From an optimization exercise on the open Yosys and OpenROAD flow, aimed at small area, a short achievable clock period and few clock cycles; shortcuts taken in it are not production practice. At most, simulation tests tie the RTL to the original design; equivalence was not proved.

## job 2213
==> flow/design.v <==
module fh_tdiv (
    input  wire               clk,
    input  wire               rst,
    input  wire               start,
    input  wire signed [19:0] e,
    input  wire signed [31:0] f,
    input  wire               e_sat,
    input  wire               f_sat,
    input  wire [39:0]        per,
    input  wire [2:0]         sh3,
    input  wire [3:0]         sh4,
    input  wire [1:0]         dec_phase,
    input  wire signed [16:0] tgt,
    input  wire signed [15:0] toff,
    input  wire [19:0]        tmin,
    output wire               ready,
    output reg                done,
    output reg  signed [15:0] t,
    output reg                lowq
);
    reg        idle, rdy, s_mul, s_div, s_fin;
    assign     ready = rdy;
    reg [2:0]  cnt;
    wire       last_m = (cnt != 3'd0) & (cnt == jl);
    wire       last_d = (cnt == (skip ? 3'd3 : 3'd4));
    reg [39:0]  x;        
    reg [41:0]  acc;      
    reg [39:0]  p_r;      
    reg [18:0]  e_r;      
    reg [1:0]   ph_r;     
    wire [16:0] tgt_r = {t, lowq};
    reg [17:0]  toff_r;   
    reg [1:0]   m_r;
    reg [2:0]   jl;       
    reg [2:0]   ts;       
    reg         skip;     
    reg         neg;
    reg         nodiv;
    reg         ovf_r;    
    wire [6:0]  v     = 7'd62 + {4'd0, sh3} - {3'd0, sh4};    
    wire [2:0]  b     = 3'd7 - v[2:0];
    wire        f_neg = f[31];
    wire [30:0] f_mag = f[30:0] ^ {31{f_neg}};                
    wire [37:0] x_sh  = ({7'd0, f_mag} << b) | ({38{f_neg}} & ~({38{1'b1}} << b));
    wire        no_d  = e[19] | e_sat | f_sat | ({1'b0, e[18:0]} <= tmin);
    reg         xl;       
    wire [8:0]  dg = {x[7:0], xl};
    reg  [40:0] r [0:3];
    reg  [3:0]  ng;
    integer     i;
    always @(*) begin
        for (i = 0; i < 4; i = i + 1) begin
            ng[i] = dg[2*i+2] & ~(dg[2*i+1] & dg[2*i]);
            r[i]  = ((dg[2*i+1] ^ dg[2*i]) ? {1'b0, p_r} :
                     ((dg[2*i+2] ^ dg[2*i+1]) ? {p_r, 1'b0} : 41'd0)) ^ {41{ng[i]}};
        end
    end
    wire [50:0] msum = {10'd0, acc[40:0]} + {9'd0, ~acc[41], 41'd0}
                     + {10'd0, r[0]} + {8'd0, r[1], 2'd0} + {6'd0, r[2], 4'd0} + {4'd0, r[3], 6'd0}
                     + {44'd0, ng[3], 1'b0, ng[2], 1'b0, ng[1], 1'b0, ng[0]}
                     + {3'd0, ~ng[3], 1'b0, ~ng[2], 1'b0, ~ng[1], 1'b0, ~ng[0], 41'd0}
                     + {10'b1110101010, 41'd0};
    reg  [18:0] r0;
    reg  [19:0] abits;
    reg         hi_nz;
    always @(*) begin
        case (ts)
            3'd0: begin r0 = msum[26:8];  abits = {msum[7:0], x[39:28]};  end
            3'd1: begin r0 = msum[34:16]; abits = {msum[15:0], x[39:36]}; end
            3'd2: begin r0 = msum[42:24]; abits = msum[23:4];             end
            3'd3: begin r0 = msum[50:32]; abits = msum[31:12];            end
            3'd4: begin r0 = {8'd0, msum[50:40]}; abits = msum[39:20];    end
            3'd5: begin r0 = {16'd0, msum[50:48]}; abits = msum[47:28];   end
            default: begin r0 = 19'd0; abits = {5'd0, msum[50:36]};       end
        endcase
        case (ts)
            3'd0:    hi_nz = |acc[41:19];
            3'd1:    hi_nz = |acc[41:27];
            3'd2:    hi_nz = |acc[41:35];
            default: hi_nz = 1'b0;
        endcase
    end
    function [5:0] bitlen;
        input [39:0] v;
        integer k;
        begin
            bitlen = 6'd0;
            for (k = 0; k < 40; k = k + 1)
                if (v[k]) bitlen = k + 1;
        end
    endfunction
    wire [5:0]  bl_x  = bitlen(x);
    wire [5:0]  bl_p  = bitlen(p_r);
    wire [5:0]  bl_e  = bitlen({21'd0, e_r});
    wire [2:0]  nb    = bl_x[5:3] + 3'd1;                   
    wire [2:0]  j_m1  = (nb < 3'd2) ? 3'd1 : nb - 3'd1;
    wire        sk    = {1'b0, bl_x} + {1'b0, bl_p} <= {2'd0, bl_e} + 7'd35 + {2'd0, m_r, 3'd0};
    function [20:0] r4step;    
        input [18:0] r;
        input [1:0]  a;
        input [18:0] d;
        input [20:0] d3;
        reg   [21:0] w, d1, d2, dd3;
        begin
            w   = {1'b0, r, a};
            d1  = w - {3'b0, d};
            d2  = w - {2'b0, d, 1'b0};
            dd3 = w - {1'b0, d3};
            if (!dd3[21])     r4step = {2'd3, dd3[18:0]};
            else if (!d2[21]) r4step = {2'd2, d2[18:0]};
            else if (!d1[21]) r4step = {2'd1, d1[18:0]};
            else              r4step = {2'd0, w[18:0]};
        end
    endfunction
    wire [18:0] rem = acc[18:0];
    wire [20:0] st1 = r4step(rem,       x[39:38], e_r, p_r[20:0]);
    wire [20:0] st2 = r4step(st1[18:0], x[37:36], e_r, p_r[20:0]);
    wire [27:0] lo    = {2'd0, ph_r[0] ? p_r[25:0] : 26'd0} + {1'd0, ph_r[1] ? p_r[24:0] : 25'd0, 1'b0}
                      + 28'h2000000;
    wire [17:0] off   = {4'd0, ph_r[0] ? p_r[39:26] : 14'd0} + {3'd0, ph_r[1] ? p_r[39:25] : 15'd0}
                      + {{2{toff_r[15]}}, toff_r[15:0]} + {{2{tgt_r[16]}}, tgt_r[16:1]}
                      + {17'd0, tgt_r[16] & tgt_r[0]};
    wire        first  = s_mul & (cnt == 3'd0);
    wire        second = s_mul & (cnt == 3'd1);
    wire [17:0] m     = x[18:1];
    wire        ovf   = ~nodiv & (ovf_r | x[19]);
    wire [19:0] mx    = nodiv ? {18'd0, ph_r} : (neg ? ~{2'b00, m} : {2'b00, m});
    wire        cin   = ~nodiv & (neg ^ x[0]);
    wire [19:0] sum   = {{2{toff_r[17]}}, toff_r} + mx + {19'd0, cin};
    wire        s_hi  = ~sum[19] & (|sum[18:15]);
    wire        s_lo  =  sum[19] & ~(&sum[18:15]);
    always @(posedge clk) begin
        if (rst) begin
            idle  <= 1'b1;
            rdy   <= 1'b1;
            s_mul <= 1'b0;
            s_div <= 1'b0;
            s_fin <= 1'b0;
            done  <= 1'b0;
        end else begin
            done <= s_fin;
            rdy <= s_fin | (rdy & ~start);
            if (idle) begin
                if (start) begin
                    idle  <= 1'b0;
                    s_mul <= 1'b1;
                end
            end
            if (first & nodiv) begin
                s_mul <= 1'b0;
                s_fin <= 1'b1;
            end
            if (s_mul & last_m) begin
                s_mul <= 1'b0;
                s_div <= 1'b1;
            end
            if (s_div & last_d) begin
                s_div <= 1'b0;
                s_fin <= 1'b1;
            end
            if (s_fin) begin
                s_fin <= 1'b0;
                idle  <= 1'b1;
            end
        end
    end
    always @(posedge clk) begin
        if (idle | (s_mul & last_m) | (s_div & last_d)) cnt <= 3'd0;
        else              cnt <= cnt + 3'd1;
    end
    always @(posedge clk) begin
        if (idle) begin
            x   <= {2'd0, x_sh};
            acc <= 42'd0;
            xl  <= f_neg;      
        end else if (s_mul) begin
            if (last_m) begin
                x   <= skip ? {abits[15:0], 24'd0} : {abits, 20'd0};
                acc <= {msum[49:27], skip ? {r0[14:0], abits[19:16]} : r0};
            end else begin
                x   <= {msum[7:0], x[39:8]};
                acc <= msum[49:8];
                xl  <= x[7];
            end
        end else begin
            x   <= {x[35:0], st1[20:19], st2[20:19]};
            acc <= {acc[41:19], st2[18:0]};
        end
    end
    always @(posedge clk) begin
        if (s_mul & last_m)
            p_r[20:0] <= {2'd0, e_r} + {1'd0, e_r, 1'b0};
        if (idle) begin
            p_r    <= per;
            e_r    <= e[18:0];
            ph_r   <= dec_phase;
            toff_r <= {{2{toff[15]}}, toff};
            m_r    <= v[4:3] - 2'd1;
            neg    <= f_neg;
            nodiv  <= no_d;
        end
        if (first) begin
            toff_r <= off;
            ph_r   <= lo[27:26];
        end
        if (second)
            toff_r <= toff_r + {16'd0, ph_r};
        if (first) begin
            jl   <= j_m1;
            ts   <= 3'd4 + {1'b0, m_r} - j_m1;
            skip <= sk;
        end
        if (s_div & (cnt == 3'd0))
            ovf_r <= hi_nz | (rem >= e_r);
    end
    always @(posedge clk) begin
        if (idle) begin
            t    <= tgt[16:1];
            lowq <= tgt[0];
        end else if (ovf) begin
            t    <= neg ? -16'sd32768 : 16'sd32767;
            lowq <= 1'b1;
        end else begin
            t    <= s_hi ? 16'sd32767 : s_lo ? -16'sd32768 : sum[15:0];
            lowq <= nodiv | s_hi | s_lo;
        end
    end
endmodule
clock: 22.0 ns
lec_check: 0
cap_margin: 20
core_margin: 2
core_utilization: 40
slew_margin: 20
tns_end_percent: 0
standard.sh (not shown) runs the stock make flow with config.mk's settings and CLKGATE_MAP_FILE= SYNTH_SCRIPT=/design/flow/synth_recipe.tcl, a recipe that flattens the netlist after the stock synthesis.
==> flow/flow/run.sh <==
#!/bin/bash
# The standard layout on the design's SDC, with two changes to how it is
# made: repair_timing is asked for setup slack of at least 16 ns, so that it
# sizes and buffers the critical paths instead of stopping at the 22 ns
# constraint, and every port still gets its buffer, but a plain buf_1 (which
# repair may size up) instead of the delay cell buffer_ports picks.
set -euo pipefail
bash standard.sh "BUFFER_PORTS_ARGS=-buffer_cell sky130_fd_sc_hd__buf_1" \
    SETUP_SLACK_MARGIN=16 finish > standard_flow.log 2>&1
Testbench counts of job 2213, summed over its fixed seeds: cycles 9,880.
--- input diff job 2213..job 5767 ---
diff --git a/flow/design.v b/flow/design.v
--- a/flow/design.v
+++ b/flow/design.v
@@ -27,8 +27,9 @@
     reg [41:0]  acc;      
     reg [39:0]  p_r;      
     reg [18:0]  e_r;      
+    reg [20:0]  e3_r;     
     reg [1:0]   ph_r;     
-    wire [16:0] tgt_r = {t, lowq};
+    reg [16:0]  tgt_r;    
     reg [17:0]  toff_r;   
     reg [1:0]   m_r;
     reg [2:0]   jl;       
@@ -42,7 +43,7 @@
     wire        f_neg = f[31];
     wire [30:0] f_mag = f[30:0] ^ {31{f_neg}};                
     wire [37:0] x_sh  = ({7'd0, f_mag} << b) | ({38{f_neg}} & ~({38{1'b1}} << b));
-    wire        no_d  = e[19] | e_sat | f_sat | ({1'b0, e[18:0]} <= tmin);
+    wire        no_d  = e[19] | e_sat | f_sat;
     reg         xl;       
     wire [8:0]  dg = {x[7:0], xl};
     reg  [40:0] r [0:3];
@@ -113,18 +114,19 @@
         end
     endfunction
     wire [18:0] rem = acc[18:0];
-    wire [20:0] st1 = r4step(rem,       x[39:38], e_r, p_r[20:0]);
-    wire [20:0] st2 = r4step(st1[18:0], x[37:36], e_r, p_r[20:0]);
+    wire [20:0] st1 = r4step(rem,       x[39:38], e_r, e3_r);
+    wire [20:0] st2 = r4step(st1[18:0], x[37:36], e_r, e3_r);
     wire [27:0] lo    = {2'd0, ph_r[0] ? p_r[25:0] : 26'd0} + {1'd0, ph_r[1] ? p_r[24:0] : 25'd0, 1'b0}
                       + 28'h2000000;
     wire [17:0] off   = {4'd0, ph_r[0] ? p_r[39:26] : 14'd0} + {3'd0, ph_r[1] ? p_r[39:25] : 15'd0}
                       + {{2{toff_r[15]}}, toff_r[15:0]} + {{2{tgt_r[16]}}, tgt_r[16:1]}
                       + {17'd0, tgt_r[16] & tgt_r[0]};
+    wire        le_min = ({2'b0, e_r} <= e3_r);
     wire        first  = s_mul & (cnt == 3'd0);
     wire        second = s_mul & (cnt == 3'd1);
     wire [17:0] m     = x[18:1];
     wire        ovf   = ~nodiv & (ovf_r | x[19]);
-    wire [19:0] mx    = nodiv ? {18'd0, ph_r} : (neg ? ~{2'b00, m} : {2'b00, m});
+    wire [19:0] mx    = nodiv ? {18'd0, tgt_r[1:0]} : (neg ? ~{2'b00, m} : {2'b00, m});
     wire        cin   = ~nodiv & (neg ^ x[0]);
     wire [19:0] sum   = {{2{toff_r[17]}}, toff_r} + mx + {19'd0, cin};
     wire        s_hi  = ~sum[19] & (|sum[18:15]);
@@ -146,7 +148,7 @@
                     s_mul <= 1'b1;
                 end
             end
-            if (first & nodiv) begin
+            if (first & (nodiv | le_min)) begin
                 s_mul <= 1'b0;
                 s_fin <= 1'b1;
             end
@@ -188,23 +190,25 @@
         end
     end
     always @(posedge clk) begin
-        if (s_mul & last_m)
-            p_r[20:0] <= {2'd0, e_r} + {1'd0, e_r, 1'b0};
         if (idle) begin
             p_r    <= per;
             e_r    <= e[18:0];
+            e3_r   <= {1'b0, tmin};
             ph_r   <= dec_phase;
+            tgt_r  <= tgt;
             toff_r <= {{2{toff[15]}}, toff};
             m_r    <= v[4:3] - 2'd1;
             neg    <= f_neg;
             nodiv  <= no_d;
         end
         if (first) begin
+            e3_r   <= {2'd0, e_r} + {1'd0, e_r, 1'b0};
             toff_r <= off;
-            ph_r   <= lo[27:26];
+            tgt_r[1:0] <= lo[27:26];
+            nodiv  <= nodiv | le_min;
         end
         if (second)
-            toff_r <= toff_r + {16'd0, ph_r};
+            toff_r <= toff_r + {16'd0, tgt_r[1:0]};
         if (first) begin
             jl   <= j_m1;
             ts   <= 3'd4 + {1'b0, m_r} - j_m1;
@@ -214,10 +218,7 @@
             ovf_r <= hi_nz | (rem >= e_r);
     end
     always @(posedge clk) begin
-        if (idle) begin
-            t    <= tgt[16:1];
-            lowq <= tgt[0];
-        end else if (ovf) begin
+        if (ovf) begin
             t    <= neg ? -16'sd32768 : 16'sd32767;
             lowq <= 1'b1;
         end else begin
Notes after the runs:
Of job 5767 and job 2213, it is job 5767 that has the lower count of plain and timing-repair buffers in the layout.
Job 2213 has a higher total number of cells along the worst setup path than job 5767.
Die area: job 5767 vs job 2213 up 2.8%
Taking job 2213 as the reference, in job 5767 HPWL after detailed placement went down; hold slack went up; met3 layer usage reported by global route went down; count of clock-buffer cells in the layout went up.
Synthesized cell count in job 5767 vs job 2213: down 29
In job 5767 relative to job 2213, final instance area had gone up by a few percent.
Function not checked in job 5767: the RTL went through the layout flow alone.

[what the ideal ports hide]
The flow's constraints put no driver on any port. The routed layouts listed below were extracted and timed again, unchanged, in two steps. Step 1 sets driving cells, clkbuf_16 on the clock port and buf_2 on the other inputs (assumed; they add their load-dependent delay and slew). Step 2 moves the port delays by t, midway between the first and last clock arrival at a register: inputs arrive t later, outputs are due t later. That takes back most of the time a late clock gives input paths. Three values: ideal ports, drivers, drivers and shift; two values: the first two.
| run | t (ns) | setup slack, ns | worst slew at a driven data input, ns |
|---|---|---|---|
| job 2213 | 0.566 | 15.411 / 15.410 / 15.126 | 0.08 |
| job 5767 | 0.713 | 15.466 / 15.466 / 15.025 | 0.08 |
After both steps setup and hold are still met in every run listed. For job 5767, which loses most, drivers alone change the setup slack by 0.000 ns; drivers and shift together by -0.441 ns.
